Context: an optimization exercise on an open-source flow, tuned for small area and a short achievable clock period. The choices shown serve that exercise and are no tape-out recipe.
Function was checked by simulation only, so behaviour that the tests miss may differ from the original.

[design.v]
module bs4_encode (
    input  wire          clk,
    input  wire          rst,
    input  wire          in_valid,
    input  wire [1:0]    mode,
    input  wire [1023:0] x,
    input  wire [511:0]  rnd,
    output reg           out_valid,
    output reg  [7:0]    scale,
    output reg  [127:0]  codes
);
    wire [31:0] nf_l;
    wire [30:0] lvl0 [0:31];
    wire [30:0] lvl1 [0:15];
    wire [30:0] lvl2 [0:7];
    wire [30:0] lvl3 [0:3];
    wire [30:0] lvl4 [0:1];
    genvar t;
    generate
        for (t = 0; t < 32; t = t + 1) begin : g_l0
            assign lvl0[t] = x[32*t +: 31];
            assign nf_l[t] = (x[32*t+23 +: 8] == 8'hFF);
        end
        for (t = 0; t < 16; t = t + 1) begin : g_l1
            assign lvl1[t] = (lvl0[2*t] > lvl0[2*t+1]) ? lvl0[2*t] : lvl0[2*t+1];
        end
        for (t = 0; t < 8; t = t + 1) begin : g_l2
            assign lvl2[t] = (lvl1[2*t] > lvl1[2*t+1]) ? lvl1[2*t] : lvl1[2*t+1];
        end
        for (t = 0; t < 4; t = t + 1) begin : g_l3
            assign lvl3[t] = (lvl2[2*t] > lvl2[2*t+1]) ? lvl2[2*t] : lvl2[2*t+1];
        end
        for (t = 0; t < 2; t = t + 1) begin : g_l4
            assign lvl4[t] = (lvl3[2*t] > lvl3[2*t+1]) ? lvl3[2*t] : lvl3[2*t+1];
        end
    endgenerate
    wire        any_nf = |nf_l;
    wire [30:0] amax   = (lvl4[0] > lvl4[1]) ? lvl4[0] : lvl4[1];
    wire [7:0]  a_e = amax[30:23];
    wire [23:0] a_m = {(a_e != 8'd0), amax[22:0]};
    reg [4:0] a_lz;
    integer j;
    always @(*) begin
        a_lz = 5'd24;
        for (j = 0; j < 24; j = j + 1)
            if (a_m[j]) a_lz = 5'd23 - j[4:0];
    end
    wire [23:0] a_norm = a_m << a_lz;
    wire        a_gt   = a_norm[22] && (a_norm[21:0] != 22'd0);    
    wire signed [10:0] a_ee  = (a_e == 8'd0) ? 11'sd1 : $signed({3'd0, a_e});
    wire signed [10:0] s_raw = a_ee - $signed({6'd0, a_lz}) - 11'sd2 + (a_gt ? 11'sd1 : 11'sd0);
    wire [7:0]  s_fin = (amax == 31'd0) ? 8'd0 :
                        (s_raw < 11'sd0) ? 8'd0 :
                        (s_raw > 11'sd254) ? 8'd254 : s_raw[7:0];
    wire [127:0] code_c;
    genvar g;
    generate
        for (g = 0; g < 32; g = g + 1) begin : g_el
            e2m1_round u_el (
                .x    (x[32*g +: 32]),
                .s    (s_fin),
                .r    (rnd[16*g +: 16]),
                .mode (mode),
                .code (code_c[4*g +: 4])
            );
        end
    endgenerate
    always @(posedge clk) begin
        if (rst)
            out_valid <= 1'b0;
        else
            out_valid <= in_valid;
        scale <= any_nf ? 8'hFF : s_fin;
        codes <= any_nf ? 128'd0 : code_c;
    end
endmodule
module e2m1_round (
    input  wire [31:0] x,
    input  wire [7:0]  s,
    input  wire [15:0] r,
    input  wire [1:0]  mode,
    output wire [3:0]  code
);
    wire        sx = x[31];
    wire [7:0]  ex = x[30:23];
    wire [23:0] m  = {(ex != 8'd0), x[22:0]};
    wire signed [9:0] exe = (ex == 8'd0) ? 10'sd1 : $signed({2'd0, ex});
    wire signed [9:0] e_v = (ex == 8'd0) ? -10'sd1 : (exe - $signed({2'd0, s}));
    wire [1:0]  qp1 = (e_v < 10'sd0) ? 2'd0 : (e_v > 10'sd2) ? 2'd2 : e_v[1:0];
    wire signed [10:0] d_s = $signed({3'd0, s}) + 11'sd22 + $signed({9'd0, qp1}) - $signed({1'b0, exe});
    wire [5:0]  d = (d_s > 11'sd40) ? 6'd40 : (d_s < 11'sd0) ? 6'd0 : d_s[5:0];
    wire [39:0] ext  = {m, 16'd0} >> d;
    wire [23:0] kept = ext[39:16];
    wire [15:0] frac = ext[15:0];                  
    wire [23:0] below = (d >= 6'd40) ? 24'hFFFFFF : ((24'd1 << ((d > 6'd16) ? (d - 6'd16) : 6'd0)) - 24'd1);
    wire        lost  = (d > 6'd16) && ((m & below) != 24'd0);
    wire half   = frac[15];
    wire sticky = (frac[14:0] != 15'd0) || lost;
    wire [16:0] sr_sum = {1'b0, frac} + {1'b0, r};
    reg  up;
    always @(*) begin
        case (mode)
            2'd1: up = 1'b0;
            2'd2: up = sr_sum[16];
            default: up = half && (sticky || kept[0]);
        endcase
    end
    wire [24:0] n    = {1'b0, kept} + {24'd0, up};
    wire [24:0] magc = n + {22'd0, qp1, 1'b0};
    wire [2:0]  mag  = (magc > 25'd7) ? 3'd7 : magc[2:0];
    assign code = {sx, mag};
endmodule
[run.sh]
#!/bin/bash
# synth_recipe.tcl (not shown) runs the flow's synth.tcl, then flattens the netlist and writes it again
# the make line also repeats each setting of config.mk as NAME=value (left out here)
make -C /OpenROAD-flow-scripts/flow DESIGN_CONFIG=/design/flow/config.mk WORK_HOME=/design/flow/orfs CLKGATE_MAP_FILE= SYNTH_SCRIPT=/design/flow/synth_recipe.tcl finish
[config.mk]
export PLATFORM = sky130hd
export DESIGN_NAME = bs4_encode
export DESIGN_NICKNAME = bs4_encode
export VERILOG_FILES = /design/flow/design.v
export SDC_FILE = /design/flow/constraint.sdc
export NUM_CORES = 8
export LEC_CHECK = 0
export CAP_MARGIN = 20
export CORE_MARGIN = 2
export CORE_UTILIZATION = 40
export PLACE_DENSITY = 0.6
export SLEW_MARGIN = 20
[constraint.sdc]
create_clock -name core_clock -period 50.0 [get_ports {clk}]
set_input_delay 10.0000 -clock core_clock [delete_from_list [all_inputs] [get_ports {clk}]]
set_output_delay 10.0000 -clock core_clock [all_outputs]
set_load 0.01 [all_outputs]
==> results.txt, run 1 <==
Status: timing/DRC/antenna clean
1st-iter DRT viols: 37,700
Final Max Slew Viols: 0
Clk sinks: 137
RSZ-0062 raised after global routing: no
MaxCap Viol Count: 0
NumNets Final: 34,200
Syn nets: 33,700
Vias per cell: 6.98
Synthesized area: 0.192 mm2
Crit path kind: in2reg
Core region area: 0.478 mm2
Synth Area per Inst: 6.46 um2
First-pass GRT wire length: 1,650,000 um
Post-synth cell types: 155
Critical Path End Type: flop
Worst Path Required: 50,530 ps
Largest net degree at the start of global routing: 62
Crit Path Max Fanout: 46
Hold Path Class: in2reg
Grt ovf: 0
Starting Density: 0.401
Top cells by area, synth: ha_1 (15%), a21oi_1 (7.6%), nand2_1 (5.6%), nor2_1 (5.4%), mux2i_1 (5.3%)
Post-CTS Setup Inserts: 0
Vias after detailed routing: 256,000
WHS: 9820 ps
DRC viols: 0
Setup-failing EPs final: 0
CTS clk-pin slew, worst paths: 120 ps
Max Freq: 21.0 MHz
DIE HEIGHT: 696 um
Vias in the first global route: 233,000
Area Overhead vs Synth: 13.0%
Seq/Total Area, Yosys: 0.0143
Die ar.: 0.485 mm2
Tightest Pin Transition: 1330 ps
Slew headroom: 0.116
Dpl hpwl: 922,000 um
Rows: 254
Max Root-Sink Buffers: 3
Synthesis-stage register bit count: 137
Routability cong.: 1.09
Worst Setup SP: x[916]
Crit-path slowest cell: mux2i_1
Routed Antenna Nets: 0
Critical Path Most Common Cell: a21oi_1
Share of cells above drive strength 1: 0.0564
Critical Path Max Stage Delay: 1050 ps
CP startpoint kind: input pin
Ys flop type: dfxtp_1
Post-route setup TNS: 0 ps
Post-synth top area share: 0.154
Die span in x: 696 um
Final Critical Period: 47,530 ps
Total number of yosys warnings: 2
Ratio of final minimum period to clock period: 0.951
Critical Path AT: 48,060 ps
H-tree levels: 4
Port bufs: 1,677
Avg WL per Cell: 31.7 um
Number of flops mapped to enable cells by yosys: 0
Final wirelength: 1,160,000 um
Gr usage total: 0.449
Num ports: 1,678
CTS tree: done
Mapped Cells: 29,600
Root Driver: clkbuf_16
Async SR Flop Fraction: 0
TritonCTS Buffers: 21
Largest area contributor in the netlist: ha_1
Final Hold Viols: 0
Pre-antenna DRT Iters: 10
Critical path destination: codes[106]
CTS Hold Bufs: 0
Initial antenna violation count: 243
-- through the flow --
| stage | instances | setup slack (ps) | utilization | instance area (um2) |
|---|---|---|---|---|
| floorplan | 29600 | 2550 | - | 192000 |
| global placement | 36500 | 1540 | 0.450 | 215000 |
| detailed placement | 36500 | 2450 | 0.450 | 215000 |
| CTS | 36600 | 3110 | 0.452 | 216000 |
| global route | 36700 | 5.58 | 0.453 | 216000 |
| finish | 36800 | 2470 | 0.453 | 216000 |
-- metal layers --
layer | share of wire | vias up | GRT usage
met5 | 0.00074 | - | 0.00317
met4 | 0.095 | 96 | 0.359
met3 | 0.13 | 4223 | 0.132
met2 | 0.40 | 18500 | 0.644
met1 | 0.38 | 120000 | 0.556
li1 | - | 113000 | -
-- cells in the mapped netlist (all sizes together), types with 492 or more instances --
master  number
a211oi     503
ha        2362
a21oi     2920
o21ai     2123
nor3      1031
nand2     2889
nand3      954
inv       1785
mux2i     1009
nor2      2751
nand4      634
clkbuf    1432
buf        492
-- worst min-delay path by stage --
stage,startpoint,to,slack [ps],depth (start not counted)
floorplan,rst,out_valid,10070,1
global placement,rst,out_valid,10530,2
detailed placement,rst,out_valid,10540,2
CTS,rst,out_valid,9790,2
global route,rst,out_valid,9830,2
finish,rst,out_valid,9820,2
-- cell usage in the layout, fill, tap and decap left out, drive strengths merged, types with 191 or more instances in the layout --
master and n:
mux2 269, and3 225, nor4 460, or3 205, o21bai 291, o31ai 277
inv 1787, o21ai 2123, nor3 1031, a31oi 427, o22ai 349, nand4 634
a22oi 293, o21a 287, o221ai 191, diode 202, o211ai 456, xor2 242
buf 734, a221oi 211, nand3 954, xnor2 483, clkdlybuf4s50 1677, mux2i 1009
nand2b 267, nor2 2751, nor2b 238, a211oi 503, a21o 471, and2 235
a21oi 2920, nand2 2889, ha 2362
-- cells by family (layout without fill, tap and decap cells) --
kind of cell,after synthesis,after routing,synth area share
multiplexers,1306,1306,0.0719
AND/OR/NAND/NOR,10600,10600,0.270
flip-flops,137,137,0.0143
AO/OA/AOI/OAI,10600,10600,0.367
XOR/XNOR,726,726,0.0333
other,1,203,0.0000196
buffers and inverters,3722,4244,0.0759
adder cells (fa/ha/maj),2497,2497,0.168
-- area by class of cell --
| class | count | area, um2 |
|---|---|---|
| clock buffers | 23 | 543 |
| flip-flops and latches | 137 | 2740 |
| clock inverters | 10 | 121 |
| multi-input cells | 25800 | 175000 |
| fillers | 50400 | 261000 |
| repair buffers | 2413 | 22400 |
| diodes | 202 | 505 |
| inverters | 1798 | 6760 |
| well taps | 6400 | 8010 |
-- critical path: cells and delay by family --
kind	cells	cell delay, ps
fa+ha+maj	14	4780
mux	2	1340
simple gates	40	10610
xor+xnor	3	440
compound gates	67	16750
buf+inv	13	3990
-- flip-flops by register name, summed over array words and instances, names as in the netlist --
register	flops
scale	8
codes	128
out_valid	1
-- timing repair --
action                                  4_1_cts  5_1_grt
hold endpoints to repair                      0        0
gates resized for setup                       0        5
endpoints found under the setup margin        0       26
==> run 2: changes to the inputs <==
==> design.v (replaced) <==
module bs4_encode (
    input  wire          clk,
    input  wire          rst,
    input  wire          in_valid,
    input  wire [1:0]    mode,
    input  wire [1023:0] x,
    input  wire [511:0]  rnd,
    output reg           out_valid,
    output reg  [7:0]    scale,
    output reg  [127:0]  codes
);
    wire [31:0] nf_l;
    wire [8:0]  k0 [0:31];
    wire [8:0]  k1 [0:15];
    wire [8:0]  k2 [0:7];
    wire [8:0]  k3 [0:3];
    wire [8:0]  k4 [0:1];
    genvar t;
    generate
        for (t = 0; t < 32; t = t + 1) begin : g_k0
            assign nf_l[t] = &x[32*t+23 +: 8];
            assign k0[t]   = {x[32*t+23 +: 8], x[32*t+22] & (|x[32*t +: 22])};
        end
        for (t = 0; t < 16; t = t + 1) begin : g_k1
            assign k1[t] = kmax2(k0[2*t], k0[2*t+1]);
        end
        for (t = 0; t < 8; t = t + 1) begin : g_k2
            assign k2[t] = kmax2(k1[2*t], k1[2*t+1]);
        end
        for (t = 0; t < 4; t = t + 1) begin : g_k3
            assign k3[t] = kmax2(k2[2*t], k2[2*t+1]);
        end
        for (t = 0; t < 2; t = t + 1) begin : g_k4
            assign k4[t] = kmax2(k3[2*t], k3[2*t+1]);
        end
    endgenerate
    function [8:0] kmax2(input [8:0] a, input [8:0] b);
        reg [2:0] g, e;
        reg       agt;
        integer   q;
        begin
            for (q = 0; q < 3; q = q + 1) begin
                g[q] = (a[3*q+2] & ~b[3*q+2]) |
                       (~(a[3*q+2] ^ b[3*q+2]) & a[3*q+1] & ~b[3*q+1]) |
                       (~(a[3*q+2] ^ b[3*q+2]) & ~(a[3*q+1] ^ b[3*q+1]) & a[3*q] & ~b[3*q]);
                e[q] = ~(a[3*q+2] ^ b[3*q+2]) & ~(a[3*q+1] ^ b[3*q+1]) & ~(a[3*q] ^ b[3*q]);
            end
            agt   = g[2] | (e[2] & g[1]) | (e[2] & e[1] & g[0]);
            kmax2 = agt ? a : b;
        end
    endfunction
    wire       any_nf = |nf_l;
    wire [8:0] kmax   = kmax2(k4[0], k4[1]);
    wire [7:0] e_m  = kmax[8:1];
    wire [7:0] kinc;
    genvar b;
    generate
        for (b = 0; b < 8; b = b + 1) begin : g_inc
            if (b == 0) begin : g0
                assign kinc[0] = e_m[0] ^ kmax[0];
            end else begin : gb
                assign kinc[b] = e_m[b] ^ (kmax[0] & (&e_m[b-1:0]));
            end
        end
    endgenerate
    wire       k_lo = ~|kinc[7:1];                     
    wire [7:0] kc   = {kinc[7:2], kinc[1] | k_lo, kinc[0] & ~k_lo};
    wire [7:0] s_fin;
    generate
        for (b = 0; b < 8; b = b + 1) begin : g_dec
            if (b < 1) begin : g0
                assign s_fin[b] = kc[b];
            end else if (b == 1) begin : g1
                assign s_fin[1] = ~kc[1];
            end else begin : gb
                assign s_fin[b] = kc[b] ^ ~(|kc[b-1:1]);
            end
        end
    endgenerate
    wire [127:0] code_c;
    wire [1:0]   mode_e = any_nf ? 2'd1 : mode;    
    genvar g;
    generate
        for (g = 0; g < 32; g = g + 1) begin : g_el
            e2m1_round u_el (
                .x    (x[32*g +: 32]),
                .kc   (kc),
                .nf   (any_nf),
                .r    (rnd[16*g +: 16]),
                .mode (mode_e),
                .code (code_c[4*g +: 4])
            );
        end
    endgenerate
    always @(posedge clk) begin
        if (rst)
            out_valid <= 1'b0;
        else
            out_valid <= in_valid;
        scale <= any_nf ? 8'hFF : s_fin;
        codes <= code_c;
    end
endmodule
module e2m1_round (
    input  wire [31:0] x,
    input  wire [7:0]  kc,
    input  wire        nf,
    input  wire [15:0] r,
    input  wire [1:0]  mode,
    output wire [3:0]  code
);
    wire        sx = x[31];
    wire [7:0]  ex = x[30:23];
    wire        h  = |ex;
    wire [23:0] w  = {h, x[22:0]};
    wire [7:0]  nee = {~ex[7:1], ~ex[0] & h};
    wire [8:0]  dsum = {1'b0, kc} + {1'b0, nee} + 9'd1;
    wire [7:0]  d = dsum[7:0];
    wire        d_big = |d[7:5] | (d[4] & (d[3] | d[2]));    
    wire        d0 = (d == 8'd0);
    wire        d1 = (d == 8'd1);
    wire        d2 = (d == 8'd2);
    wire        d3 = (d == 8'd3);
    wire        d4 = (d == 8'd4);
    wire [4:0]  sel = (h & (d0 | d1)) ? 5'd1 : (d[4:0] - 5'd1);
    wire [18:0] win = d_big ? 19'd0 : (w[23:5] >> sel);
    wire [15:0] frac = win[15:0];
    wire [16:0] sr_sum = {1'b0, frac} + {1'b0, r};
    wire        sr_up  = sr_sum[16];
    wire o19 = |w[19:0];
    wire o20 = o19 | w[20];
    wire o21 = o20 | w[21];
    wire o22 = o21 | w[22];
    wire rne_up = h ? ( ((d0 | d1 | d2) & w[21] & (o20 | w[22])) |
                        (d3 & w[22]) |
                        (d4 & o22) )
                    : ( (d1 & w[20] & (o19 | w[21])) |
                        (d2 & w[21] & (o20 | w[22])) |
                        (d3 & w[22] & o21) );
    reg up;
    always @(*) begin
        case (mode)
            2'd1: up = 1'b0;
            2'd2: up = sr_up;
            default: up = rne_up;
        endcase
    end
    wire [2:0] base = nf ? 3'd0 :
                      h ? ( d0 ? {2'b11, w[22]} :
                            d1 ? {2'b10, w[22]} :
                            d2 ? {2'b01, w[22]} :
                            d3 ? 3'd1 : 3'd0 )
                        : ( d1 ? {1'b0, w[22], w[21]} :
                            d2 ? {2'b00, w[22]} : 3'd0 );
    wire [2:0] mag = base + {2'd0, up};
    assign code = {sx & ~nf, mag};
endmodule
--- a/config.mk
+++ b/config.mk
@@ -6,4 +6,5 @@
 export NUM_CORES = 8
 export LEC_CHECK = 0
+export ABC_AREA = 1
 export CAP_MARGIN = 20
 export CORE_MARGIN = 2
==> run 2 against run 1 <==
Effect of this change:
- the flow now stops in I/O pin placement
- synthesized cell count down 53%
- area after synthesis down 59%
==> results.txt, run 2 <==
Tool Error: [ERROR PPL-0024] Number of IO pins (1678) exceeds maximum number of available positions (1618). Increase the die perimeter from 1789.58um to 2282.08um.
Status: aborted with a tool error
Total number of yosys warnings: 2 (unchanged)
Number of flops mapped to enable cells by yosys: 0 (unchanged)
Post-synth top area share: 0.169 (+0.0147)
Synthesized area: 0.0786 mm2 (-59%)
DIE HEIGHT: 447 um (-36%)
Most frequent cell after synthesis: nand2_1
Die span in x: 447 um (-36%)
Halt Stage: I/O pin placement
Post-synth cell types: 89 (-43%)
Leading cell types by count after synthesis: nand2_1 (3,540), nor2_1 (1,550), inv_1 (1,482), nand3_1 (1,328), ha_1 (1,058)
Mapped Cells: 13,800 (-53%)
Ys flop type: dfxtp_1
Largest area contributor in the netlist: nand2_1
Syn nets: 16,400 (-51%)
Synthesis-stage register bit count: 137 (unchanged)
Rows: 162 (-36%)
Seq/Total Area, Yosys: 0.0349 (+0.0206)
Starting Density: 0.403 (+0.00172)
Synth Area per Inst: 5.69 um2 (-12%)
Top cells by area, synth: nand2_1 (17%), ha_1 (17%), nand3_1 (8.5%), nor2_1 (7.4%), inv_1 (7.1%)
Async SR Flop Fraction: 0 (unchanged)
==> run 2: changes by cell type after synthesis, moves of 383 or more <==
cell / change
ha_1: -1304
mux2i_1: -966
o21ai_0: -1231
a21o_1: -433
xnor2_1: -455
nor3_1: -854
clkbuf_1: -1330
nor2_1: -1190
a21oi_1: -2291
o211ai_1: -383
nand2_1: +659
==> run 2: cells by family after synthesis <==
logic type,share of synthesized area
compound gates,0.191
xor+xnor,0.0337
fa+ha+maj,0.176
buf+inv,0.116
flops,0.0349
mux,0.00792
simple gates,0.440
==> run 3: changes to the inputs <==
==> design.v (replaced) <==
module bs4_encode (
    input  wire          clk,
    input  wire          rst,
    input  wire          in_valid,
    input  wire [1:0]    mode,
    input  wire [1023:0] x,
    input  wire [511:0]  rnd,
    output reg           out_valid,
    output reg  [7:0]    scale,
    output reg  [127:0]  codes
);
    wire [31:0] nf_l;
    wire [8:0]  key [0:31];
    genvar i, b;
    generate
        for (i = 0; i < 32; i = i + 1) begin : g_key
            assign nf_l[i] = &x[32*i+23 +: 8];
            assign key[i]  = {x[32*i+23 +: 8], x[32*i+22] & (|x[32*i +: 22])};
        end
    endgenerate
    wire [31:0] alive [0:4];
    wire [8:0]  kmax;
    assign alive[4] = 32'hFFFF_FFFF;
    generate
        for (b = 3; b >= 0; b = b - 1) begin : g_dig
            wire [31:0] t1, t2, t3;
            for (i = 0; i < 32; i = i + 1) begin : g_el
                wire [1:0] d = key[i][2*b+2 -: 2];
                assign t1[i] = alive[b+1][i] & (d != 2'd0);
                assign t2[i] = alive[b+1][i] & d[1];
                assign t3[i] = alive[b+1][i] & (d == 2'd3);
            end
            wire m1 = |t1;
            wire m2 = |t2;
            wire m3 = |t3;
            assign kmax[2*b+2] = m2;
            assign kmax[2*b+1] = m3 | (m1 & ~m2);
            assign alive[b] = m3 ? t3 : m2 ? t2 : m1 ? t1 : alive[b+1];
        end
    endgenerate
    wire [31:0] g_c;
    generate
        for (i = 0; i < 32; i = i + 1) begin : g_g
            assign g_c[i] = alive[0][i] & key[i][0];
        end
    endgenerate
    assign kmax[0] = |g_c;
    wire any_nf = |nf_l;
    wire [7:0] e_m = kmax[8:1];
    wire [7:0] kinc;
    generate
        for (b = 0; b < 8; b = b + 1) begin : g_inc
            if (b == 0) begin : g0
                assign kinc[0] = e_m[0] ^ kmax[0];
            end else begin : gb
                assign kinc[b] = e_m[b] ^ (kmax[0] & (&e_m[b-1:0]));
            end
        end
    endgenerate
    wire       k_lo = ~|kinc[7:1];                     
    wire [7:0] kc   = {kinc[7:2], kinc[1] | k_lo, kinc[0] & ~k_lo};
    wire [7:0] s_fin;
    generate
        for (b = 0; b < 8; b = b + 1) begin : g_dec
            if (b < 1) begin : g0
                assign s_fin[b] = kc[b];
            end else if (b == 1) begin : g1
                assign s_fin[1] = ~kc[1];
            end else begin : gb
                assign s_fin[b] = kc[b] ^ ~(|kc[b-1:1]);
            end
        end
    endgenerate
    wire [2:0] kc_hm1 = kc[7:5] - 3'd1;
    wire [127:0] code_c;
    wire [1:0]   mode_e = any_nf ? 2'd1 : mode;    
    wire         m_sr   = (mode_e == 2'd2);
    wire         m_ne   = (mode_e[1] == mode_e[0]);  
    generate
        for (i = 0; i < 32; i = i + 1) begin : g_elm
            e2m1_round u_el (
                .x    (x[32*i +: 32]),
                .kc   (kc),
                .kc_hm1 (kc_hm1),
                .nf   (any_nf),
                .r    (rnd[16*i +: 16]),
                .m_sr (m_sr),
                .m_ne (m_ne),
                .code (code_c[4*i +: 4])
            );
        end
    endgenerate
    always @(posedge clk) begin
        if (rst)
            out_valid <= 1'b0;
        else
            out_valid <= in_valid;
        scale <= any_nf ? 8'hFF : s_fin;
        codes <= code_c;
    end
endmodule
module e2m1_round (
    input  wire [31:0] x,
    input  wire [7:0]  kc,
    input  wire [2:0]  kc_hm1,
    input  wire        nf,
    input  wire [15:0] r,
    input  wire        m_sr,
    input  wire        m_ne,
    output wire [3:0]  code
);
    wire        sx = x[31];
    wire [7:0]  ex = x[30:23];
    wire        h  = |ex;
    wire [23:0] w  = {h, x[22:0]};
    wire [7:0]  ee = {ex[7:1], ex[0] | ~h};       
    wire [4:0]  dg = kc[4:0] & ~ee[4:0];
    wire [4:0]  dp = kc[4:0] | ~ee[4:0];
    wire [4:0]  dx = kc[4:0] ^ ~ee[4:0];
    wire [5:0]  dc;
    assign dc[0] = 1'b1;
    assign dc[1] = dg[0] | dp[0];
    assign dc[2] = dg[1] | (dp[1] & dg[0]) | (dp[1] & dp[0]);
    assign dc[3] = dg[2] | (dp[2] & dg[1]) | (dp[2] & dp[1] & dg[0]) | (dp[2] & dp[1] & dp[0]);
    assign dc[4] = dg[3] | (dp[3] & dg[2]) | (dp[3] & dp[2] & dg[1]) | (dp[3] & dp[2] & dp[1] & dg[0]) |
                   (dp[3] & dp[2] & dp[1] & dp[0]);
    assign dc[5] = dg[4] | (dp[4] & dc[4]);
    wire [5:0]  lo   = {dc[5], dx ^ dc[4:0]};
    wire        near = lo[5] ? (kc[7:5] == ee[7:5]) : (kc_hm1 == ee[7:5]);
    wire [4:0]  dl   = lo[4:0];
    wire        d0 = near & (dl == 5'd0);
    wire        d1 = near & (dl == 5'd1);
    wire        d2 = near & (dl == 5'd2);
    wire        d3 = near & (dl == 5'd3);
    wire        d4 = near & (dl == 5'd4);
    wire        big = ~near | (dl > 5'd19);
    wire        ov = h & (dl[4:1] == 4'd0);
    wire [4:0]  sa = {dl[4:2], dl[1] | ov, dl[0] & ~ov};
    wire [19:0] win = big ? 20'd0 : (w[23:4] >> sa);
    wire [15:0] frac = win[15:0];
    wire [15:0] cg = frac & r;
    wire [15:0] cp = frac | r;
    wire [3:0]  gg, gp;
    genvar q;
    generate
        for (q = 0; q < 4; q = q + 1) begin : g_grp
            assign gg[q] = cg[4*q+3] | (cp[4*q+3] & cg[4*q+2]) |
                           (cp[4*q+3] & cp[4*q+2] & cg[4*q+1]) |
                           (cp[4*q+3] & cp[4*q+2] & cp[4*q+1] & cg[4*q]);
            assign gp[q] = &cp[4*q +: 4];
        end
    endgenerate
    wire sr_up = gg[3] | (gp[3] & gg[2]) | (gp[3] & gp[2] & gg[1]) |
                 (gp[3] & gp[2] & gp[1] & gg[0]);
    wire o19 = |w[19:0];
    wire o20 = o19 | w[20];
    wire o21 = o20 | w[21];
    wire o22 = o21 | w[22];
    wire rne_up = h ? ( ((d0 | d1 | d2) & w[21] & (o20 | w[22])) |
                        (d3 & w[22]) |
                        (d4 & o22) )
                    : ( (d1 & w[20] & (o19 | w[21])) |
                        (d2 & w[21] & (o20 | w[22])) |
                        (d3 & w[22] & o21) );
    wire up = (m_sr & sr_up) | (m_ne & rne_up);
    wire [2:0] base = nf ? 3'd0 :
                      h ? ( d0 ? {2'b11, w[22]} :
                            d1 ? {2'b10, w[22]} :
                            d2 ? {2'b01, w[22]} :
                            d3 ? 3'd1 : 3'd0 )
                        : ( d1 ? {1'b0, w[22], w[21]} :
                            d2 ? {2'b00, w[22]} : 3'd0 );
    wire [2:0] base1 = base + 3'd1;
    wire [2:0] mag = up ? base1 : base;
    assign code = {sx & ~nf, mag};
endmodule
--- a/config.mk
+++ b/config.mk
@@ -9,5 +9,5 @@
 export CAP_MARGIN = 20
 export CORE_MARGIN = 2
-export CORE_UTILIZATION = 40
+export CORE_UTILIZATION = 20
 export PLACE_DENSITY = 0.6
 export SLEW_MARGIN = 20
==> run 3 against run 2 <==
Effect of this change:
- the run now finishes clean
- area after synthesis shrank 17%
- synthesized cell count shrank 4.9%
==> results.txt, run 3 <==
Status: timing/DRC/antenna clean
Crit Path Max Fanout: 33
Max Root-Sink Buffers: 3
DIE HEIGHT: 576 um (+29%)
Critical Path Max Stage Delay: 870 ps
Synth Area in Compound Gates: 0.253 (+0.0623)
Most frequent cells in the layout: nand2_1 (4,631), inv_1 (1,739), clkdlybuf4s50_1 (1,677)
Rows: 209 (+29%)
Ys flop type: dfxtp_1
Pre-antenna DRT Iters: 9
Synth Area per Inst: 4.97 um2 (-13%)
Post-Synth Simple-Gate Area: 0.470 (+0.0295)
Most frequent cell after synthesis: nand2_1
Critical Path AT: 30,280 ps
Avg WL per Cell: 27.4 um
Num ports: 1,678
Die ar.: 0.331 mm2
Port bufs: 1,677
CTS tree: done
Die span in x: 576 um (+29%)
Synthesis-stage register bit count: 137 (unchanged)
Post-route setup TNS: 0 ps
Largest area contributor in the netlist: nand2_1
Share of cells above drive strength 1: 0.0217
Hold Path Class: in2reg
Gr usage total: 0.298
Total number of yosys warnings: 1 (-1)
Tightest Pin Transition: 1340 ps
Finished Layout Cells: 19,000
CTS Hold Bufs: 0
Core region area: 0.325 mm2
Routed Antenna Nets: 0
Critical path destination: codes[57]
Clk sinks: 137
H-tree levels: 4
Worst Setup SP: x[446]
DRC viols: 0
Grt ovf: 0
Crit-path slowest cell: clkdlybuf4s50_1
Post-CTS Setup Inserts: 0
TritonCTS Buffers: 21
Async SR Flop Fraction: 0 (unchanged)
Max Freq: 33.6 MHz
CTS clk-pin slew, worst paths: 80 ps
Crit path kind: in2reg
Starting Density: 0.201 (-0.202)
Top cells by area, synth: nand2_1 (27%), o21ai_0 (13%), inv_1 (10%), nor2_1 (6.5%), ha_1 (6.3%)
Final Hold Viols: 0
Area Overhead vs Synth: 34.2%
Largest family of logic cells by synthesized area: simple AND/OR/NAND/NOR gates
Largest net degree at the start of global routing: 66
Slew headroom: 0.0998
Critical Path End Type: flop
Final Max Slew Viols: 0
CP startpoint kind: input pin
Synth Area in XOR/XNOR: 0.0224 (-0.0113)
Leading registers by flop count: codes x128, scale x8, out_valid x1
Synthesized area: 0.0653 mm2 (-17%)
Max reg flops: 128
Placed cells: 18,800
Fin util: 0.270
Syn nets: 15,000 (-8.5%)
NumNets Final: 16,400
Leading cell types by count after synthesis: nand2_1 (4,639), inv_1 (1,747), o21ai_0 (1,661), nor2_1 (1,135), nand3_1 (787)
Fillers: 37,400
RSZ-0062 raised after global routing: no
Seq/Total Area, Yosys: 0.0420 (+0.00710)
Ratio of final minimum period to clock period: 0.595
Multiplexer share of the synthesized area: 0.00827 (+0.000349)
Initial antenna violation count: 326
Largest Register: codes
Resized Gates After CTS: 0
1st-iter DRT viols: 10,600
Root Driver: clkbuf_16
Vias after detailed routing: 97,800
Final Critical Period: 29,730 ps
Setup-failing EPs final: 0
MaxCap Viol Count: 0
Final wirelength: 521,000 um
Critical Path Most Common Cell: nand2_1
First-pass GRT wire length: 700,000 um
Post-synth cell types: 77 (-13%)
Dpl hpwl: 450,000 um
Number of flops mapped to enable cells by yosys: 0 (unchanged)
Commonest non-fill, non-tap cell in the layout: nand2_1
Vias in the first global route: 89,100
Post-Synth Adder-Cell Area: 0.0727 (-0.104)
Mapped Cells: 13,100 (-4.9%)
Routability cong.: 1.05
Worst Path Required: 50,550 ps
Vias per cell: 5.14
Post-synth top area share: 0.267 (+0.0975)
## run 3: cell count changes after synthesis, moves of 106 or more
cell,delta
nand2_1,+1099
o21ai_0,+893
ha_1,-731
nand3_1,-541
nor2_1,-415
a21oi_1,-355
inv_1,+265
clkbuf_1,+243
nand2_2,-219
a31oi_1,-192
o21ai_1,-181
xor2_1,-157
o211ai_1,+106
## run 3: worst min path at each step
stage | startpoint | to | slack, ps | cells after the start
floorplan | rst | out_valid | 10070 | 1
global placement | x[287] | codes[35] | 10530 | 3
detailed placement | in_valid | out_valid | 10520 | 3
CTS | in_valid | out_valid | 9850 | 3
global route | in_valid | out_valid | 9890 | 3
finish | in_valid | out_valid | 9900 | 3
## run 3: critical path, delay by kind of cell
family          cells  cell delay (ps)
compound gates     14             2760
fa+ha+maj           1              290
simple gates       58            11200
buf+inv            14             5490
xor+xnor            1              200
## run 3: per-layer routing
layer	up-vias	GRT usage	routed length, um
met4	170	0.188	35700
met1	44800	0.344	200000
li1	46400	-	-
met3	1246	0.0879	50800
met2	5079	0.482	234000
met5	-	0	1080
## run 3: layout make-up
class / instances / area (um2) / share of cell area
flip-flops and latches: 137 / 2740 / 0.0313
clock inverters: 8 / 125 / 0.00143
inverters: 1807 / 6800 / 0.0776
repair buffers: 1778 / 17600 / 0.200
clock buffers: 25 / 561 / 0.00639
well taps: 4325 / 5410 / 0.0617
multi-input cells: 10800 / 54100 / 0.617
diodes: 155 / 388 / 0.00442
## run 3: logic make-up after synthesis
group / count (synthesis)
flip-flops: 137
adder cells (fa/ha/maj): 361
multiplexers: 54
buffers and inverters: 2230
AND/OR/NAND/NOR: 7355
AO/OA/AOI/OAI: 2837
XOR/XNOR: 167
## run 3: per-stage QoR
stage                     cell area [um2]  worst slack (ps)  hold slack (ps)
after CTS                           87300             20900             9850
after global routing                87600             19190             9890
after floorplan                     65300             25550            10070
final                               87700             20270             9900
after detailed placement            86600             20310            10520
after global placement              86600             20300            10530
==> run 4: changes to the inputs <==
==> flow/run.sh (new file) <==
#!/bin/bash
# Standard ORFS layout, except that the port buffers are the platform's
# smallest plain buffer (buf_1) instead of the weakest-drive delay cell.
set -euo pipefail
bash standard.sh 'BUFFER_PORTS_ARGS=-buffer_cell sky130_fd_sc_hd__buf_1' finish > std_flow.log 2>&1
==> standard.sh (new file) <==
#!/bin/bash
# synth_recipe.tcl (not shown) runs the flow's synth.tcl, then flattens the netlist and writes it again
# the make line also repeats each setting of config.mk as NAME=value (left out here)
make -C /OpenROAD-flow-scripts/flow DESIGN_CONFIG=/design/flow/config.mk WORK_HOME=/design/flow/orfs CLKGATE_MAP_FILE= SYNTH_SCRIPT=/design/flow/synth_recipe.tcl "${@:-finish}"
removed: run.sh
==> run 4 against run 3 <==
Effect of this change:
- utilization down 3.1 points
- final area down 12%
- clock-buffer cell count down 1
- first-iteration DRC count up 0.50%
- critical endpoint is now codes[58]
- final cell count up 0.36%
- critical path depth down 2
- global-route usage down 0.25 points
- flip-flop and latch count unchanged
- critical path type unchanged
- hold slack worse by 340 ps
- sequential share of layout area up 0.41 points
==> results.txt, run 4 <==
Status: timing/DRC/antenna clean
CTS clk-pin slew, worst paths: 90 ps (about the same)
Multiplexer share of the synthesized area: 0.00827 (unchanged)
Critical Path Max Stage Delay: 970 ps (+100 ps)
Area Overhead vs Synth: 18.7%
Slew headroom: 0.131 (+0.0315)
Finished Cell Area: 0.0776 mm2 (-12%)
Post-Synth Adder-Cell Area: 0.0727 (unchanged)
Final Critical Period: 30,090 ps (+369 ps)
Share of cells above drive strength 1: 0.0236 (+0.00196)
Num ports: 1,678 (unchanged)
Commonest non-fill, non-tap cell in the layout: nand2_1
Die span in x: 576 um (unchanged)
Async SR Flop Fraction: 0 (unchanged)
Max Root-Sink Buffers: 3 (unchanged)
Leading cell types by count after synthesis: nand2_1 (4,639), inv_1 (1,747), o21ai_0 (1,661), nor2_1 (1,135), nand3_1 (787)
TritonCTS Buffers: 21 (unchanged)
CTS Hold Bufs: 0 (unchanged)
H-tree levels: 4 (unchanged)
Max Freq: 33.2 MHz (-1.2%)
Starting Density: 0.201 (unchanged)
Pre-antenna DRT Iters: 10 (+1)
Routed Antenna Nets: 0 (unchanged)
Final Hold Viols: 0 (unchanged)
Resized Gates After CTS: 0 (unchanged)
Critical path destination: codes[58]
Critical Path Most Common Cell: nand2_1
MaxCap Viol Count: 0 (unchanged)
Gr usage total: 0.296 (-0.00249)
Max reg flops: 128 (unchanged)
Largest family of logic cells by synthesized area: simple AND/OR/NAND/NOR gates
Worst Path Required: 50,480 ps (-70 ps)
Crit path kind: in2reg
CP Depth: 86 (-2.3%)
Largest area contributor in the netlist: nand2_1
Crit Path Max Fanout: 35 (+6.1%)
Total number of yosys warnings: 1 (unchanged)
Mapped Cells: 13,100 (unchanged)
Area after DPL: 0.0763 mm2 (-12%)
Synthesized area: 0.0653 mm2 (unchanged)
CP startpoint kind: input pin
Most frequent cell after synthesis: nand2_1
Core region area: 0.325 mm2 (unchanged)
Root Driver: clkbuf_16
Tightest Pin Transition: 1300 ps (-36.3 ps)
Worst Setup SP: x[894]
Critical Path AT: 30,570 ps (+290 ps)
NumNets Final: 16,400 (+0.15%)
Largest Register: codes
Buf/Inv on CP: 12 (-2)
Post-synth cell types: 77 (unchanged)
First-pass GRT wire length: 692,000 um (-1.2%)
Clk sinks: 137 (unchanged)
Hold Path Class: in2reg
1st-iter DRT viols: 10,600 (+0.50%)
Post-Synth Simple-Gate Area: 0.470 (unchanged)
Vias in the first global route: 88,200 (-0.90%)
Top delay family on crit path: simple AND/OR/NAND/NOR gates
Seq/Total Area, Yosys: 0.0420 (unchanged)
Crit-path slowest cell: nor2_2
Largest net degree at the start of global routing: 52 (-21%)
Critical Path End Type: flop
Syn nets: 15,000 (unchanged)
Final wirelength: 518,000 um (-0.58%)
Synthesis-stage register bit count: 137 (unchanged)
Post-synth top area share: 0.267 (unchanged)
Dpl hpwl: 447,000 um (-0.59%)
Avg WL per Cell: 27.2 um (-0.94%)
Rows: 209 (unchanged)
Finished Layout Cells: 19,100 (+0.36%)
Grt ovf: 0 (unchanged)
DIE HEIGHT: 576 um (unchanged)
Synth Area in XOR/XNOR: 0.0224 (unchanged)
Initial antenna violation count: 347 (+6.4%)
Post-route setup TNS: 0 ps (unchanged)
Most frequent cells in the layout: nand2_1 (4,631), inv_1 (1,739), buf_1 (1,677)
Final Max Slew Viols: 0 (unchanged)
Placed cells: 18,800 (+0.13%)
Synth Area in Compound Gates: 0.253 (unchanged)
Setup-failing EPs final: 0 (unchanged)
Vias after detailed routing: 99,000 (+1.2%)
Port bufs: 1,677 (unchanged)
Routability cong.: 1.04 (-0.72%)
Hold path cells: 2 (-1)
Synth Area per Inst: 4.97 um2 (unchanged)
Leading registers by flop count: codes x128, scale x8, out_valid x1
RSZ-0062 raised after global routing: no
Ratio of final minimum period to clock period: 0.602 (+0.00738)
DRC viols: 0 (unchanged)
Top cells by area, synth: nand2_1 (27%), o21ai_0 (13%), inv_1 (10%), nor2_1 (6.5%), ha_1 (6.3%)
Vias per cell: 5.19 (+0.83%)
CTS tree: done
Ys flop type: dfxtp_1
Die ar.: 0.331 mm2 (unchanged)
Post-CTS Setup Inserts: 0 (unchanged)
Number of flops mapped to enable cells by yosys: 0 (unchanged)
## run 4: cell count changes in the layout (fill, tap and decap cells not counted), moves of 2 or more
cell,previous run,this run
diode_2,155,200
buf_1,0,1677
buf_4,100,125
bufinv_16,3,5
nor4_1,215,213
clkdlybuf4s50_1,1677,0
nor4_2,9,11
## run 4: per-stage QoR
step	util	hold WS (ps)	worst slack, ps
final	0.239	9560	19910
after global routing	0.238	9560	18860
after CTS	0.237	9520	20520
after detailed placement	0.235	10180	19910
after global placement	0.235	10180	20020
after floorplan	-	10070	25550
## run 4: layout make-up
class	instances	area, um2
clock inverters	9	180
diodes	200	500
repair buffers	1802	7230
flip-flops and latches	137	2740
fillers	38400	247000
inverters	1807	6810
well taps	4325	5410
multi-input cells	10800	54100
clock buffers	24	557
## run 4: kinds of logic (layout without fill, tap and decap cells)
group | Yosys count | in the layout
compound gates | 2837 | 2837
xor+xnor | 167 | 167
fa+ha+maj | 361 | 361
buf+inv | 2230 | 3642
flops | 137 | 137
mux | 54 | 54
other cells | 0 | 200
simple gates | 7355 | 7355
## run 4: how the worst min path moves through the flow
stage / start / endpoint / slack, ps
after floorplan: rst / out_valid / 10070
after global placement: rst / out_valid / 10180
after detailed placement: rst / out_valid / 10180
after CTS: rst / out_valid / 9520
after global routing: rst / out_valid / 9560
final: rst / out_valid / 9560
## run 4: routing by layer
metal | up-vias | routed length [um] | global-route usage
met5 | - | 1100 | 0
met3 | 1307 | 52300 | 0.0906
met4 | 172 | 37900 | 0.191
met1 | 45400 | 197000 | 0.341
li1 | 46500 | - | -
met2 | 5570 | 229000 | 0.473
==> run 5: changes to the inputs <==
--- a/design.v
+++ b/design.v
@@ -10,40 +10,80 @@
     output reg  [127:0]  codes
 );
+    reg  [895:0]  x_r;        
+    reg  [511:0]  rnd_r;
+    reg  [1:0]    mode_r;
+    reg           valid_r;
+    wire [1023:0] xq;         
+    genvar i, b;
+    generate
+        for (i = 0; i < 32; i = i + 1) begin : g_in
+            always @(posedge clk)
+                x_r[28*i +: 28] <= {x[32*i+5 +: 27], |x[32*i +: 5]};
+            assign xq[32*i +: 32] = {x_r[28*i+1 +: 27], 4'd0, x_r[28*i]};
+        end
+    endgenerate
+    always @(posedge clk) begin
+        if (rst)
+            valid_r <= 1'b0;
+        else
+            valid_r <= in_valid;
+        rnd_r  <= rnd;
+        mode_r <= mode;
+    end
     wire [31:0] nf_l;
-    wire [8:0]  key [0:31];
-    genvar i, b;
+    wire [31:0] gt_l;
+    wire [3:0]  eh [0:31];
+    wire [3:0]  el [0:31];
     generate
         for (i = 0; i < 32; i = i + 1) begin : g_key
-            assign nf_l[i] = &x[32*i+23 +: 8];
-            assign key[i]  = {x[32*i+23 +: 8], x[32*i+22] & (|x[32*i +: 22])};
-        end
-    endgenerate
-    wire [31:0] alive [0:4];
-    wire [8:0]  kmax;
-    assign alive[4] = 32'hFFFF_FFFF;
-    generate
-        for (b = 3; b >= 0; b = b - 1) begin : g_dig
-            wire [31:0] t1, t2, t3;
-            for (i = 0; i < 32; i = i + 1) begin : g_el
-                wire [1:0] d = key[i][2*b+2 -: 2];
-                assign t1[i] = alive[b+1][i] & (d != 2'd0);
-                assign t2[i] = alive[b+1][i] & d[1];
-                assign t3[i] = alive[b+1][i] & (d == 2'd3);
-            end
-            wire m1 = |t1;
-            wire m2 = |t2;
-            wire m3 = |t3;
-            assign kmax[2*b+2] = m2;
-            assign kmax[2*b+1] = m3 | (m1 & ~m2);
-            assign alive[b] = m3 ? t3 : m2 ? t2 : m1 ? t1 : alive[b+1];
-        end
-    endgenerate
+            assign nf_l[i] = &xq[32*i+23 +: 8];
+            assign gt_l[i] = xq[32*i+22] & (|xq[32*i +: 22]);
+            assign eh[i]   = xq[32*i+27 +: 4];
+            assign el[i]   = xq[32*i+23 +: 4];
+        end
+    endgenerate
+    wire [15:1] th_h;
+    generate
+        for (b = 1; b < 16; b = b + 1) begin : g_th
+            wire [31:0] c;
+            for (i = 0; i < 32; i = i + 1) begin : g_e
+                assign c[i] = (eh[i] >= b);
+            end
+            assign th_h[b] = |c;
+        end
+    endgenerate
+    wire [3:0] k_h = {th_h[8],
+                      th_h[12] | (th_h[4] & ~th_h[8]),
+                      th_h[14] | (th_h[10] & ~th_h[12]) | (th_h[6] & ~th_h[8]) | (th_h[2] & ~th_h[4]),
+                      th_h[15] | (th_h[13] & ~th_h[14]) | (th_h[11] & ~th_h[12]) | (th_h[9] & ~th_h[10]) |
+                      (th_h[7] & ~th_h[8]) | (th_h[5] & ~th_h[6]) | (th_h[3] & ~th_h[4]) | (th_h[1] & ~th_h[2])};
+    wire [31:0] sel_h;
+    generate
+        for (i = 0; i < 32; i = i + 1) begin : g_selh
+            assign sel_h[i] = (eh[i] == k_h);
+        end
+    endgenerate
+    wire [15:1] th_l;
+    generate
+        for (b = 1; b < 16; b = b + 1) begin : g_tl
+            wire [31:0] c;
+            for (i = 0; i < 32; i = i + 1) begin : g_e
+                assign c[i] = sel_h[i] & (el[i] >= b);
+            end
+            assign th_l[b] = |c;
+        end
+    endgenerate
+    wire [3:0] k_l = {th_l[8],
+                      th_l[12] | (th_l[4] & ~th_l[8]),
+                      th_l[14] | (th_l[10] & ~th_l[12]) | (th_l[6] & ~th_l[8]) | (th_l[2] & ~th_l[4]),
+                      th_l[15] | (th_l[13] & ~th_l[14]) | (th_l[11] & ~th_l[12]) | (th_l[9] & ~th_l[10]) |
+                      (th_l[7] & ~th_l[8]) | (th_l[5] & ~th_l[6]) | (th_l[3] & ~th_l[4]) | (th_l[1] & ~th_l[2])};
     wire [31:0] g_c;
     generate
         for (i = 0; i < 32; i = i + 1) begin : g_g
-            assign g_c[i] = alive[0][i] & key[i][0];
-        end
-    endgenerate
-    assign kmax[0] = |g_c;
+            assign g_c[i] = sel_h[i] & (el[i] == k_l) & gt_l[i];
+        end
+    endgenerate
+    wire [8:0] kmax = {k_h, k_l, |g_c};
     wire any_nf = |nf_l;
     wire [7:0] e_m = kmax[8:1];
@@ -74,5 +114,5 @@
     wire [2:0] kc_hm1 = kc[7:5] - 3'd1;
     wire [127:0] code_c;
-    wire [1:0]   mode_e = any_nf ? 2'd1 : mode;    
+    wire [1:0]   mode_e = any_nf ? 2'd1 : mode_r;    
     wire         m_sr   = (mode_e == 2'd2);
     wire         m_ne   = (mode_e[1] == mode_e[0]);  
@@ -80,9 +120,9 @@
         for (i = 0; i < 32; i = i + 1) begin : g_elm
             e2m1_round u_el (
-                .x    (x[32*i +: 32]),
+                .x    (xq[32*i +: 32]),
                 .kc   (kc),
                 .kc_hm1 (kc_hm1),
                 .nf   (any_nf),
-                .r    (rnd[16*i +: 16]),
+                .r    (rnd_r[16*i +: 16]),
                 .m_sr (m_sr),
                 .m_ne (m_ne),
@@ -95,5 +135,5 @@
             out_valid <= 1'b0;
         else
-            out_valid <= in_valid;
+            out_valid <= valid_r;
         scale <= any_nf ? 8'hFF : s_fin;
         codes <= code_c;
==> flow/run.sh (replaced) <==
#!/bin/bash
# Own layout flow:
#  1. the standard synthesis (standard.sh synth), unchanged;
#  2. the combinational logic of that netlist re-mapped by Yosys/ABC with
#     flow/remap.abc (the flip-flops are kept as they are, by name and cell);
#  3. the standard ORFS layout from that netlist, with the port buffers
#     made of the plain buf_1 cell.
# Each tool writes its full output to a log file in this folder.
set -euo pipefail
# repair_timing aims for this much setup slack (a period of about 11.8 ns)
MARGIN=38.2
R=orfs/results/${FLOW_PLATFORM}/bs4_encode/base
LIB=${FLOW_HOME}/platforms/${FLOW_PLATFORM}/lib/sky130_fd_sc_hd__tt_025C_1v80.lib

bash standard.sh synth > flow_synth.log 2>&1

python3 flow/gencells.py "$LIB" cells_model.v > flow_gencells.log 2>&1
DU=$(grep -A40 "DONT_USE_CELLS" ${FLOW_HOME}/platforms/${FLOW_PLATFORM}/config.mk | grep -o "sky130_fd_sc_hd__[a-z0-9_]*" | sed 's/^/-dont_use /' | tr '\n' ' ')
cp $R/1_2_yosys.v synth_standard.v
cat > remap.ys <<EOS
read_verilog cells_model.v
read_verilog synth_standard.v
hierarchy -top ${FLOW_TOP}
flatten
opt_clean -purge
techmap
opt -fast
abc -liberty $LIB $DU -script flow/remap.abc
opt_clean -purge
hilomap -singleton -hicell sky130_fd_sc_hd__conb_1 HI -locell sky130_fd_sc_hd__conb_1 LO
splitnets
opt_clean -purge
insbuf -buf sky130_fd_sc_hd__buf_4 A X
check
stat -liberty $LIB
write_verilog -noattr -nohex -nodec synth_remapped.v
EOS
yosys -s remap.ys > flow_remap.log 2>&1
cp synth_remapped.v $R/1_2_yosys.v
rm -f $R/1_synth.odb $R/1_synth.sdc

bash standard.sh 'BUFFER_PORTS_ARGS=-buffer_cell sky130_fd_sc_hd__buf_1' "SETUP_SLACK_MARGIN=${MARGIN}" finish > flow_layout.log 2>&1
==> flow/gencells.py (new file) <==
# Generate Verilog models of the sky130hd cells from the liberty: combinational
# cells as assigns, sequential cells as blackboxes.
import re, sys
lib = open(sys.argv[1]).read()
out = []
for m in re.finditer(r'\n\s*cell \("([^"]+)"\)\s*\{', lib):
    name = m.group(1)
    # find cell body by brace matching
    i = m.end(); depth = 1
    while depth:
        c = lib[i]
        if c == '{': depth += 1
        elif c == '}': depth -= 1
        i += 1
    body = lib[m.end():i]
    pins = []
    for pm in re.finditer(r'\n\s*pin \("([^"]+)"\)\s*\{', body):
        j = pm.end(); d = 1
        while d:
            c = body[j]
            if c == '{': d += 1
            elif c == '}': d -= 1
            j += 1
        pb = body[pm.end():j]
        dirm = re.search(r'direction\s*:\s*"?(\w+)', pb)
        fm = re.search(r'\n\s*function\s*:\s*"([^"]*)"', pb)
        pins.append((pm.group(1), dirm.group(1) if dirm else None, fm.group(1) if fm else None))
    seq = re.search(r'\n\s*(ff|latch|statetable)\s*\(', body) is not None
    ins = [p for p in pins if p[1] == 'input']
    outs = [p for p in pins if p[1] == 'output']
    if not outs:
        continue
    ports = ', '.join([f'input {p[0]}' for p in ins] + [f'output {p[0]}' for p in outs])
    if seq or any(p[2] is None for p in outs):
        out.append(f'(* blackbox *)\nmodule {name}({ports});\nendmodule\n')
        continue
    lines = [f'module {name}({ports});']
    for p in outs:
        f = p[2].replace('!', '~').replace('+', '|').replace('*', '&')
        f = re.sub(r"(\w+)'", r'~\1', f)
        lines.append(f'  assign {p[0]} = {f};')
    lines.append('endmodule\n')
    out.append('\n'.join(lines))
open(sys.argv[2], 'w').write('\n'.join(out))
==> flow/remap.abc (new file) <==
strash
dch
map -D 5000 -B 0.9
topo
stime -c
buffer -c
upsize -c -D 5000
dnsize -c -D 5000
==> run 5 against run 4 <==
Effect of this change:
- non-clock buffer count is 40 higher
- sequential share of layout area rose by 21 points
- critical path depth decreased by 85
- final cell count grew 36%
- synthesized cell count increased by 31%
- global-route usage fell by 3.1 points
- first-iteration DRC count up 34%
==> results.txt, run 5 <==
Setup slack, reg-to-reg: 38,430 ps
Final Max Slew Viols: 0 (unchanged)
Max Root-Sink Buffers: 4 (+1)
1st-iter DRT viols: 14,300 (+34%)
Dpl hpwl: 605,000 um (+35%)
Initial antenna violation count: 276 (-20%)
Avg WL per Cell: 27.9 um (+2.8%)
Critical Path AT: 1760 ps (-28,810 ps)
Vias per cell: 4.90 (-5.5%)
First-pass GRT wire length: 960,000 um (+39%)
Clk sinks: 1,548 (+1000%)
MaxCap Viol Count: 0 (unchanged)
Clk Latency, worst-skew pair: 1000 ps
CTS tree: done
Area of the multi-input gates: 0.0621 mm2 (+15%)
H-tree levels: 4 (unchanged)
Gr usage total: 0.265 (-0.0312)
Vias in the first global route: 118,000 (+33%)
Top delay family on crit path: flip-flops
Num ports: 1,678 (unchanged)
Rows: 262 (+25%)
Vias after detailed routing: 127,000 (+28%)
Buf/Inv on CP: 1 (-11)
Largest Register: x_r
DRC viols: 0 (unchanged)
Synth Area per Inst: 5.96 um2 (+20%)
Grt ovf: 0 (unchanged)
Largest net degree at the start of global routing: 41 (-21%)
Port bufs: 1,677 (unchanged)
Commonest non-fill, non-tap cell in the layout: nand2_1
Register area: 0.0310 mm2 (+1000%)
Final wirelength: 723,000 um (+40%)
Worst Path Required: 40,000 ps (-10,480 ps)
Pre-antenna DRT Iters: 9 (-1)
Mapped Cells: 17,200 (+31%)
Leading registers by flop count: x_r x896, rnd_r x512, codes x128
Slew headroom: 0.185 (+0.0538)
Most frequent cells in the layout: nand2_1 (5,266), nand3_1 (2,424), inv_1 (2,018)
Die span in x: 719 um (+25%)
Worst Setup SP: codes[116]
RSZ-0062 raised after global routing: yes
CTS clk-pin slew, worst paths: 70 ps (-20 ps)
Core region area: 0.509 mm2 (+57%)
Setup-failing EPs final: 0 (unchanged)
Critical Path End Type: output pin
Critical Path Max Stage Delay: 460 ps (-510 ps)
Final Hold Viols: 0 (unchanged)
Placed cells: 25,200 (+34%)
Synthesized area: 0.102 mm2 (+57%)
NumNets Final: 20,400 (+24%)
Fillers: 58,600 (+52%)
R2R Path Start: x_r[780]
Hold path cells: 2 (unchanged)
Ratio of final minimum period to clock period: 0.235 (-0.367)
TritonCTS Buffers: 199 (+850%)
Worst R2R End: codes[33]
Status: timing/DRC/antenna clean
DIE HEIGHT: 719 um (+25%)
Final WS setup: 38,240 ps (+18,330 ps)
Share of cells above drive strength 1: 0.0715 (+0.0478)
Fin util: 0.247 (+0.00759)
Crit Path Max Fanout: 1 (-97%)
CTS Hold Bufs: 0 (unchanged)
Crit-path slowest cell: dfxtp_1
Die ar.: 0.517 mm2 (+56%)
Area Overhead vs Synth: 22.8%
Max reg flops: 896 (+600%)
Starting Density: 0.201 (-0.000545)
Hold path endpoint: codes[71]
Routed Antenna Nets: 0 (unchanged)
HP Start: x_r[503]
Hold Path Class: reg2reg
Routability cong.: 1.06 (+1.7%)
Root Driver: clkbuf_16
Final Critical Period: 11,760 ps (-18,330 ps)
CP Cell Sequence: buf_1
Dpl ws: 35,390 ps (+15,480 ps)
Finished Layout Cells: 25,900 (+36%)
R2r worst-path depth: 75
Tightest Pin Transition: 1210 ps (-88.6 ps)
Max Freq: 85.0 MHz (+160%)
Syn nets: 18,700 (+24%)
Total number of yosys warnings: 1 (unchanged)
Clock skew: 101 ps
Crit path kind: reg2out
Post-route setup TNS: 0 ps (unchanged)
CP startpoint kind: flop
## run 5: timing repair
action,in CTS,in global routing
endpoints found under the setup margin,104,96
pin swaps,14,23
buffers inserted,28,59
gates resized for setup,185,286
gates cloned,6,11
## run 5: worst max-delay path by stage
stage / endpoint / slack [ps] / cells past startpoint
5_1_grt: codes[33] / 38080 / 79
2_1_floorplan: codes[0] / 39670 / 0
3_3_place_gp: codes[85] / 35270 / 67
3_5_place_dp: codes[84] / 35390 / 67
6_report: codes[116] / 38240 / 1
4_1_cts: codes[40] / 38180 / 74
## run 5: area by class of cell
cell class                 instances  area share
inverter                        2254      0.0685
sequential                      1548       0.247
timing repair buffer            1842      0.0619
clock inverter                   134      0.0141
tap                             6732      0.0671
antenna                          200     0.00398
multi-input combinational      13000       0.494
timing repair inverter             7    0.000418
clock buffer                     232      0.0425
## run 5: per-stage QoR
step                hold slack [ps]  instance area (um2)
floorplan                       388               102000
global placement                393               115000
detailed placement              397               115000
CTS                             404               123000
global route                    414               125000
finish                          398               126000
## run 5: metal layers
metal  vias to the layer above  GRT usage  wire, um
met5                         -          0       736
met4                       110      0.180     56300
met3                      1542     0.0498     54700
met2                      6316      0.423    323000
met1                     59700      0.322    288000
li1                      59300          -         -
==> run 6: changes to the inputs <==
--- a/flow/run.sh
+++ b/flow/run.sh
@@ -9,5 +9,5 @@
 set -euo pipefail
 # repair_timing aims for this much setup slack (a period of about 11.8 ns)
-MARGIN=38.2
+MARGIN=0
 R=orfs/results/${FLOW_PLATFORM}/bs4_encode/base
 LIB=${FLOW_HOME}/platforms/${FLOW_PLATFORM}/lib/sky130_fd_sc_hd__tt_025C_1v80.lib
==> run 6 against run 5 <==
Effect of this change:
- clock-buffer cell count is the same
- sequential share of layout area up 0.50 points
- area after synthesis did not move
- non-clock buffer count shrank 87
- flip-flop and latch count unchanged
- final area down 2.2%
==> results.txt, run 6 <==
Dpl hpwl: 605,000 um (unchanged)
Final wirelength: 715,000 um (-1.1%)
Largest Register: x_r
Slew headroom: 0.165 (-0.0197)
Num ports: 1,678 (unchanged)
TritonCTS Buffers: 199 (unchanged)
Commonest non-fill, non-tap cell in the layout: nand2_1
Vias in the first global route: 117,000 (-0.38%)
Synth Area per Inst: 5.96 um2 (unchanged)
Critical Path AT: 15,970 ps (+14,210 ps)
Pre-antenna DRT Iters: 7 (-2)
Critical Path End Type: flop
Final Critical Period: 15,150 ps (+3390 ps)
Crit path kind: reg2reg
Crit Path Max Fanout: 55 (+54)
Max Freq: 66.0 MHz (-22%)
Crit-path slowest cell: nor3_1
Grt ovf: 0 (unchanged)
First-pass GRT wire length: 954,000 um (-0.63%)
Avg WL per Cell: 27.8 um (-0.57%)
Final Max Slew Viols: 0 (unchanged)
Mapped Cells: 17,200 (unchanged)
Fillers: 58,800 (+0.35%)
CTS clk-pin slew, worst paths: 60 ps (about the same)
Largest net degree at the start of global routing: 56 (+37%)
Clk Latency, worst-skew pair: 990 ps (about the same)
Vias per cell: 4.89 (-0.16%)
R2r worst-path depth: 65 (-13%)
Die ar.: 0.517 mm2 (unchanged)
Total number of yosys warnings: 1 (unchanged)
Resized Gates After CTS: 0 (-100%)
Port bufs: 1,677 (unchanged)
Area of the multi-input gates: 0.0606 mm2 (-2.4%)
H-tree levels: 4 (unchanged)
Post-route setup TNS: 0 ps (unchanged)
CP startpoint kind: flop
NumNets Final: 20,200 (-0.51%)
Die span in x: 719 um (unchanged)
Syn nets: 18,700 (unchanged)
RSZ-0062 raised after global routing: no
Status: timing/DRC/antenna clean
Post-CTS Setup Inserts: 0 (-100%)
Setup slack, reg-to-reg: 34,850 ps (-3580 ps)
Core region area: 0.509 mm2 (unchanged)
Final Hold Viols: 0 (unchanged)
CTS tree: done
Tightest Pin Transition: 1240 ps (+29.3 ps)
MaxCap Viol Count: 0 (unchanged)
Root Driver: clkbuf_16
Leading registers by flop count: x_r x896, rnd_r x512, codes x128
Hold Path Class: reg2reg
Routed Antenna Nets: 0 (unchanged)
Share of cells above drive strength 1: 0.0540 (-0.0175)
Initial antenna violation count: 272 (-1.4%)
Register area: 0.0310 mm2 (-0.19%)
Rows: 262 (unchanged)
Vias after detailed routing: 126,000 (-0.66%)
Routability cong.: 1.06 (unchanged)
Clock skew: 97.8 ps (-3.70 ps)
Fin util: 0.241 (-0.00532)
CTS Hold Bufs: 0 (unchanged)
WHS: 400 ps (+1.89 ps)
Area Overhead vs Synth: 20.2%
Most frequent cells in the layout: nand2_1 (5,356), nand3_1 (2,439), inv_1 (2,036)
Worst Path Required: 50,820 ps (+10,820 ps)
Hold path cells: 2 (unchanged)
DIE HEIGHT: 719 um (unchanged)
Setup-failing EPs final: 0 (unchanged)
Max Root-Sink Buffers: 4 (unchanged)
Ratio of final minimum period to clock period: 0.303 (+0.0677)
Critical Path Max Stage Delay: 740 ps (+280 ps)
Starting Density: 0.201 (unchanged)
Critical Path Most Common Cell: nand2_1
Gr usage total: 0.263 (-0.00189)
Synthesized area: 0.102 mm2 (unchanged)
Clk sinks: 1,548 (unchanged)
Max reg flops: 896 (unchanged)
DRC viols: 0 (unchanged)
1st-iter DRT viols: 13,900 (-2.3%)
-- run 6: layer usage --
metal  wire length (um)  global-route usage  up-vias
met3              54000              0.0513     1482
met4              54300               0.176      110
met1             286000               0.318    59300
met2             321000               0.422     6235
met5                738                   0        -
li1                   -                   -    59000
-- run 6: per-stage QoR --
step                      instance area (um2)  setup slack [ps]  instances
after global routing                   123000             34490      25700
after floorplan                        102000             39670      17200
after global placement                 115000             35270      25200
final                                  123000             34850      25800
after CTS                              122000             35330      25600
after detailed placement               115000             35390      25200
-- run 6: layout make-up --
class / instances / share of cell area
repair buffers: 1755 / 0.0561
multi-input cells: 12900 / 0.493
inverters: 2254 / 0.0689
flip-flops and latches: 1548 / 0.252
clock inverters: 134 / 0.0144
well taps: 6732 / 0.0685
diodes: 174 / 0.00354
clock buffers: 232 / 0.0435
-- run 6: final timing paths --
kind | endpoint | startpoint
setup / recovery | codes[120] | x_r[446]
hold / removal | codes[71] | x_r[503]
setup reg to reg | codes[120] | x_r[446]
hold reg to reg | codes[71] | x_r[503]
-- run 6: worst max-delay path: cells and delay by family (launching register included) --
| family | cells | cell delay, ps |
|---|---|---|
| and+or+nand+nor | 52 | 9530 |
| buffers and inverters | 8 | 2870 |
| AOI/OAI and AO/OA | 5 | 1880 |
| DFF | 1 | 480 |

-- re-timing with driven ports --
No port has a modelled driver above. Below, the same layouts with a new extraction and two added sets of constraints. Step 1, drivers: a clkbuf_16 drives clk and a buf_2 each remaining input, both assumed. Step 2 times the ports against the registers' clock, not the clock port: input delays grow and output delays shrink by t, the midpoint of the rising clock arrivals with the driver on. Three values: no drivers, after step 1, after step 2; two values: the first two.
run	t (ns)	setup slack, ns	worst hold slack (ns)
run 1	0.836	2.473 / 2.553 / 1.717	9.822 / 9.705 / 10.541
run 3	0.704	20.274 / 20.208 / 19.505	9.899 / 9.830 / 10.533
run 4	0.676	19.905 / 19.868 / 19.191	9.562 / 9.511 / 10.187
run 5	1.082	38.237 / 38.108 / 38.428	0.398 / 0.398 / 0.398
run 6	1.071	34.850 / 34.850 / 34.850	0.400 / 0.400 / 0.400
After both steps setup and hold are still met in every run listed. For run 3, which loses most, drivers alone change the setup slack by -0.066 ns; drivers and shift together by -0.769 ns.
